This design comes from an exercise in tuning for small area, a short achievable clock period and few clock cycles per item on the open sky130 flow, not from production work.

## beta
==> flow/design.v <==
module kdf_sha256 (
    input  wire         clk,
    input  wire         rst,
    input  wire         in_valid,
    output wire         in_ready,
    input  wire         in_first,
    input  wire [511:0] in_block,
    output wire         out_valid,
    input  wire         out_ready,
    output wire [255:0] out_digest
);
    localparam [255:0] IV = {32'h6a09e667, 32'hbb67ae85, 32'h3c6ef372, 32'ha54ff53a,
                             32'h510e527f, 32'h9b05688c, 32'h1f83d9ab, 32'h5be0cd19};
    reg [6:0]  q;
    reg        pend;         
    reg        ovld;         
    reg        add_r, go_r, first_r, cur_first;
    reg [3:0]  rph;          
    reg        hen;          
    reg        sel_h;        
    reg        sel_iv;       
    reg        ld_iv;        
    reg [31:0] a, b, c, d, e, f, g, h;
    reg [31:0] H0, H1, H2, H3, H4, H5, H6, H7;
    reg [31:0] w [0:15];     
    reg [31:0] hkw;          
    reg [3:0]  wsel;         
    reg        feed;         
    wire rnd   = ~q[6];
    localparam [2047:0] KTAB = {
        32'h428a2f98, 32'hc67178f2, 32'hbef9a3f7, 32'ha4506ceb,
        32'h90befffa, 32'h8cc70208, 32'h84c87814, 32'h78a5636f,
        32'h748f82ee, 32'h682e6ff3, 32'h5b9cca4f, 32'h4ed8aa4a,
        32'h391c0cb3, 32'h34b0bcb5, 32'h2748774c, 32'h1e376c08,
        32'h19a4c116, 32'h106aa070, 32'hf40e3585, 32'hd6990624,
        32'hd192e819, 32'hc76c51a3, 32'hc24b8b70, 32'ha81a664b,
        32'ha2bfe8a1, 32'h92722c85, 32'h81c2c92e, 32'h766a0abb,
        32'h650a7354, 32'h53380d13, 32'h4d2c6dfc, 32'h2e1b2138,
        32'h27b70a85, 32'h14292967, 32'h06ca6351, 32'hd5a79147,
        32'hc6e00bf3, 32'hbf597fc7, 32'hb00327c8, 32'ha831c66d,
        32'h983e5152, 32'h76f988da, 32'h5cb0a9dc, 32'h4a7484aa,
        32'h2de92c6f, 32'h240ca1cc, 32'h0fc19dc6, 32'hefbe4786,
        32'he49b69c1, 32'hc19bf174, 32'h9bdc06a7, 32'h80deb1fe,
        32'h72be5d74, 32'h550c7dc3, 32'h243185be, 32'h12835b01,
        32'hd807aa98, 32'hab1c5ed5, 32'h923f82a4, 32'h59f111f1,
        32'h3956c25b, 32'he9b5dba5, 32'hb5c0fbcf, 32'h71374491};
    reg  [31:0] k_t;         
    wire [31:0] s1  = {e[5:0], e[31:6]} ^ {e[10:0], e[31:11]} ^ {e[24:0], e[31:25]};
    wire [31:0] ch  = (e & f) ^ (~e & g);
    wire [31:0] s0  = {a[1:0], a[31:2]} ^ {a[12:0], a[31:13]} ^ {a[21:0], a[31:22]};
    wire [31:0] maj = (a & b) ^ (a & c) ^ (b & c);
    wire [31:0] u_s = hkw ^ ch ^ d;
    wire [31:0] u_c = {((hkw[30:0] & ch[30:0]) | (hkw[30:0] & d[30:0]) | (ch[30:0] & d[30:0])), 1'b0};
    wire [31:0] e_s = u_s ^ u_c ^ s1;
    wire [31:0] e_c = {((u_s[30:0] & u_c[30:0]) | (u_s[30:0] & s1[30:0]) | (u_c[30:0] & s1[30:0])), 1'b0};
    wire [31:0] e_rnd = e_s + e_c;
    wire [31:0] v_s = hkw ^ ch ^ maj;
    wire [31:0] v_c = {((hkw[30:0] & ch[30:0]) | (hkw[30:0] & maj[30:0]) | (ch[30:0] & maj[30:0])), 1'b0};
    wire [31:0] y_s = v_s ^ v_c ^ s1;
    wire [31:0] y_c = {((v_s[30:0] & v_c[30:0]) | (v_s[30:0] & s1[30:0]) | (v_c[30:0] & s1[30:0])), 1'b0};
    wire [31:0] z_s = y_s ^ y_c ^ s0;
    wire [31:0] z_c = {((y_s[30:0] & y_c[30:0]) | (y_s[30:0] & s0[30:0]) | (y_c[30:0] & s0[30:0])), 1'b0};
    wire [31:0] a_rnd = z_s + z_c;
    wire [31:0] w15 = w[15];
    wire [31:0] k_s = g ^ k_t ^ w15;
    wire [31:0] k_c = {((g[30:0] & k_t[30:0]) | (g[30:0] & w15[30:0]) | (k_t[30:0] & w15[30:0])), 1'b0};
    wire [31:0] iv_a = ({32{rph[0]}} & IV[159:128]) | ({32{rph[1]}} & IV[191:160]) |
                       ({32{rph[2]}} & IV[223:192]) | ({32{rph[3]}} & IV[255:224]);
    wire [31:0] iv_e = ({32{rph[0]}} & IV[31:0])    | ({32{rph[1]}} & IV[63:32]) |
                       ({32{rph[2]}} & IV[95:64])   | ({32{rph[3]}} & IV[127:96]);
    wire [31:0] ha   = ({32{sel_h}} & H3) | ({32{sel_iv}} & iv_a);
    wire [31:0] he   = ({32{sel_h}} & H7) | ({32{sel_iv}} & iv_e);
    wire [31:0] sum_a = d + ha;
    wire [31:0] sum_e = h + he;
    wire [31:0] a_ring = ld_iv ? iv_a : sum_a;
    wire [31:0] e_ring = ld_iv ? iv_e : sum_e;
    wire [31:0] w1  = w[1];
    wire [31:0] w14 = w[14];
    wire [31:0] ls0 = {w1[6:0], w1[31:7]} ^ {w1[17:0], w1[31:18]} ^ (w1 >> 3);
    wire [31:0] ls1 = {w14[16:0], w14[31:17]} ^ {w14[18:0], w14[31:19]} ^ (w14 >> 10);
    wire [31:0] w9  = w[9];
    wire [31:0] w0  = w[0];
    wire [31:0] m_s = w9 ^ w0 ^ ls0;
    wire [31:0] m_c = {((w9[30:0] & w0[30:0]) | (w9[30:0] & ls0[30:0]) | (w0[30:0] & ls0[30:0])), 1'b0};
    wire [31:0] n_s = m_s ^ m_c ^ ls1;
    wire [31:0] n_c = {((m_s[30:0] & m_c[30:0]) | (m_s[30:0] & ls1[30:0]) | (m_c[30:0] & ls1[30:0])), 1'b0};
    wire [31:0] w_new = n_s + n_c;
    wire [31:0] w_in  = in_block[511 - 32*wsel -: 32];
    assign in_ready   = (q == 7'd13);
    assign out_valid  = ovld;
    assign out_digest = {H0, H1, H2, H3, H4, H5, H6, H7};
    integer i;
    always @(posedge clk) begin
        a <= rnd ? a_rnd : a_ring;
        b <= a; c <= b; d <= c;
        e <= rnd ? e_rnd : e_ring;
        f <= e; g <= f; h <= g;
        for (i = 0; i < 15; i = i + 1)
            w[i] <= w[i+1];
        w[15] <= feed ? w_in : w_new;
        hkw <= k_s + k_c;
        if (hen) begin
            H0 <= sum_a; H1 <= H0; H2 <= H1; H3 <= H2;
            H4 <= sum_e; H5 <= H4; H6 <= H5; H7 <= H6;
        end
    end
    wire enter_ring = (q == 7'd63) | ((q == 7'd127) & ~go_r);
    wire end_add    = (q == 7'd127) & add_r;
    wire pend_nx    = (q == 7'd63) | (pend & ~end_add);
    wire ovld_nx    = end_add | (ovld & ~out_ready);
    wire add_nx     = pend_nx & ~ovld_nx;
    wire go_nx      = in_valid & ~(pend_nx & ovld_nx);
    wire [6:0] q_nx = ((q == 7'd63) | enter_ring) ? 7'd124 : q + 7'd1;
    always @(posedge clk) begin
        wsel <= rst ? 4'd14 : q_nx[3:0] + 4'd2;
        feed <= rst | q_nx[6] | (q_nx < 7'd14);
        k_t  <= KTAB[32*q_nx[5:0] +: 32];
    end
    always @(posedge clk) begin
        if (rst) begin
            q      <= 7'd124;
            pend   <= 1'b0;
            ovld   <= 1'b0;
            add_r  <= 1'b0;
            go_r   <= 1'b0;
            rph    <= 4'b0001;
            hen    <= 1'b0;
            ld_iv  <= 1'b0;
        end else begin
            pend <= pend_nx;
            ovld <= ovld_nx;
            q <= q_nx;
            if (enter_ring) begin
                add_r   <= add_nx;
                go_r    <= go_nx;
                first_r <= in_first;
                rph     <= 4'b0001;
                hen     <= add_nx;
                sel_h   <= add_nx & ~cur_first;
                sel_iv  <= add_nx & cur_first;
                ld_iv   <= go_nx & in_first;
            end else begin
                rph <= {rph[2:0], 1'b0};
                if (q == 7'd127)
                    hen <= 1'b0;
            end
            if (q == 7'd127 && go_r)
                cur_first <= first_r;
        end
    end
endmodule
export LEC_CHECK = 0
export CAP_MARGIN = 20
export CORE_MARGIN = 2
export CORE_UTILIZATION = 40
export SETUP_SLACK_MARGIN = 5
export SLEW_MARGIN = 30
create_clock -name core_clock -period 10.0 [get_ports {clk}]
standard.sh (not shown) runs the stock make flow with config.mk's settings and CLKGATE_MAP_FILE= SYNTH_SCRIPT=/design/flow/synth_recipe.tcl, a recipe that flattens the netlist after the stock synthesis.
==> flow/flow/run.sh <==
#!/bin/bash
# The standard layout (the standard.sh, which runs ORFS from synthesis to the
# final layout), with the I/O port buffers that global placement inserts made
# sky130_fd_sc_hd__buf_1 instead of the buffer ORFS picks by itself
# (clkdlybuf4s50_1, 2.7x the area).  Every port still gets its buffer.
set -euo pipefail
export BUFFER_PORTS_ARGS="-buffer_cell sky130_fd_sc_hd__buf_1"
bash standard.sh SETUP_SLACK_MARGIN=6 finish > standard.log 2>&1
--- input diff beta..alpha ---
--- a/flow/design.v
+++ b/flow/design.v
@@ -23,9 +23,9 @@
     reg [31:0] a, b, c, d, e, f, g, h;
     reg [31:0] H0, H1, H2, H3, H4, H5, H6, H7;
     reg [31:0] w [0:15];     
     reg [31:0] hkw;          
-    reg [3:0]  wsel;         
+    reg [15:0] wsel;         
     reg        feed;         
     wire rnd   = ~q[6];
     localparam [2047:0] KTAB = {
         32'h428a2f98, 32'hc67178f2, 32'hbef9a3f7, 32'ha4506ceb,
@@ -44,8 +44,27 @@
         32'h72be5d74, 32'h550c7dc3, 32'h243185be, 32'h12835b01,
         32'hd807aa98, 32'hab1c5ed5, 32'h923f82a4, 32'h59f111f1,
         32'h3956c25b, 32'he9b5dba5, 32'hb5c0fbcf, 32'h71374491};
     reg  [31:0] k_t;         
+    function [31:0] add_bk(input [31:0] x, input [31:0] y);
+        reg [31:0] gg, pp;
+        integer i, k;
+        begin
+            gg = x & y;
+            pp = x ^ y;
+            for (k = 1; k < 32; k = k * 2)
+                for (i = 2*k - 1; i < 32; i = i + 2*k) begin
+                    gg[i] = gg[i] | (pp[i] & gg[i-k]);
+                    pp[i] = pp[i] & pp[i-k];
+                end
+            for (k = 8; k >= 1; k = k / 2)
+                for (i = 3*k - 1; i < 32; i = i + 2*k) begin
+                    gg[i] = gg[i] | (pp[i] & gg[i-k]);
+                    pp[i] = pp[i] & pp[i-k];
+                end
+            add_bk = (x ^ y) ^ {gg[30:0], 1'b0};
+        end
+    endfunction
     wire [31:0] s1  = {e[5:0], e[31:6]} ^ {e[10:0], e[31:11]} ^ {e[24:0], e[31:25]};
     wire [31:0] ch  = (e & f) ^ (~e & g);
     wire [31:0] s0  = {a[1:0], a[31:2]} ^ {a[12:0], a[31:13]} ^ {a[21:0], a[31:22]};
     wire [31:0] maj = (a & b) ^ (a & c) ^ (b & c);
@@ -84,9 +103,15 @@
     wire [31:0] m_c = {((w9[30:0] & w0[30:0]) | (w9[30:0] & ls0[30:0]) | (w0[30:0] & ls0[30:0])), 1'b0};
     wire [31:0] n_s = m_s ^ m_c ^ ls1;
     wire [31:0] n_c = {((m_s[30:0] & m_c[30:0]) | (m_s[30:0] & ls1[30:0]) | (m_c[30:0] & ls1[30:0])), 1'b0};
     wire [31:0] w_new = n_s + n_c;
-    wire [31:0] w_in  = in_block[511 - 32*wsel -: 32];
+    reg  [31:0] w_in;
+    integer j;
+    always @(*) begin
+        w_in = 32'd0;
+        for (j = 0; j < 16; j = j + 1)
+            w_in = w_in | ({32{wsel[j]}} & in_block[511 - 32*j -: 32]);
+    end
     assign in_ready   = (q == 7'd13);
     assign out_valid  = ovld;
     assign out_digest = {H0, H1, H2, H3, H4, H5, H6, H7};
     integer i;
@@ -97,9 +122,9 @@
         f <= e; g <= f; h <= g;
         for (i = 0; i < 15; i = i + 1)
             w[i] <= w[i+1];
         w[15] <= feed ? w_in : w_new;
-        hkw <= k_s + k_c;
+        hkw <= add_bk(k_s, k_c);
         if (hen) begin
             H0 <= sum_a; H1 <= H0; H2 <= H1; H3 <= H2;
             H4 <= sum_e; H5 <= H4; H6 <= H5; H7 <= H6;
         end
@@ -111,9 +136,9 @@
     wire add_nx     = pend_nx & ~ovld_nx;
     wire go_nx      = in_valid & ~(pend_nx & ovld_nx);
     wire [6:0] q_nx = ((q == 7'd63) | enter_ring) ? 7'd124 : q + 7'd1;
     always @(posedge clk) begin
-        wsel <= rst ? 4'd14 : q_nx[3:0] + 4'd2;
+        wsel <= rst ? 16'h4000 : 16'd1 << (q_nx[3:0] + 4'd2);
         feed <= rst | q_nx[6] | (q_nx < 7'd14);
         k_t  <= KTAB[32*q_nx[5:0] +: 32];
     end
     always @(posedge clk) begin
Results
beta and alpha all finish clean.
Count of multi-input combinational gates (alpha vs. beta) increases slightly
The instance count after placement with tap cells included was comparable across beta and alpha.
Side by side, share of the clock period used by the worst path after layout turned out higher in alpha than in beta.
Side by side, slack of the critical path turned out lower in alpha than in beta.
Of beta and alpha, beta shows the lower instance count on the critical path, with alpha above it.
Looking at fraction of met1 tracks used by global routing, alpha sits 15 points above beta.
Required time at the endpoint of the critical path ended up 30 ps higher on alpha than on beta.
The worst hold margin of alpha exceeds that of beta by 45 ps.
No functional check of the RTL was part of any run of this note.

## static timing again, ports no longer ideal
In the flow no input, the clock included, has a driving cell. The finished layouts below were timed again as built, in two steps. Step 1 assumes that a clkbuf_16 drives the clock port and a buf_2 every other input. Step 2, shift: input delay + t, output delay - t, t = (earliest + latest rising clock arrival at the registers) / 2. This alone moves slack from input paths to output paths. a / b / c = ideal ports / drivers / drivers and shift; a / b = the first two.
| run | t, ns | slack for setup (ns) | worst setup path after step 2 |
|---|---|---|---|
| beta | 0.786 | 5.506 / 5.506 / 5.506 | register to register |
| alpha | 0.776 | 5.386 / 5.386 / 5.386 | register to register |
After both steps setup and hold are still met in every run listed.
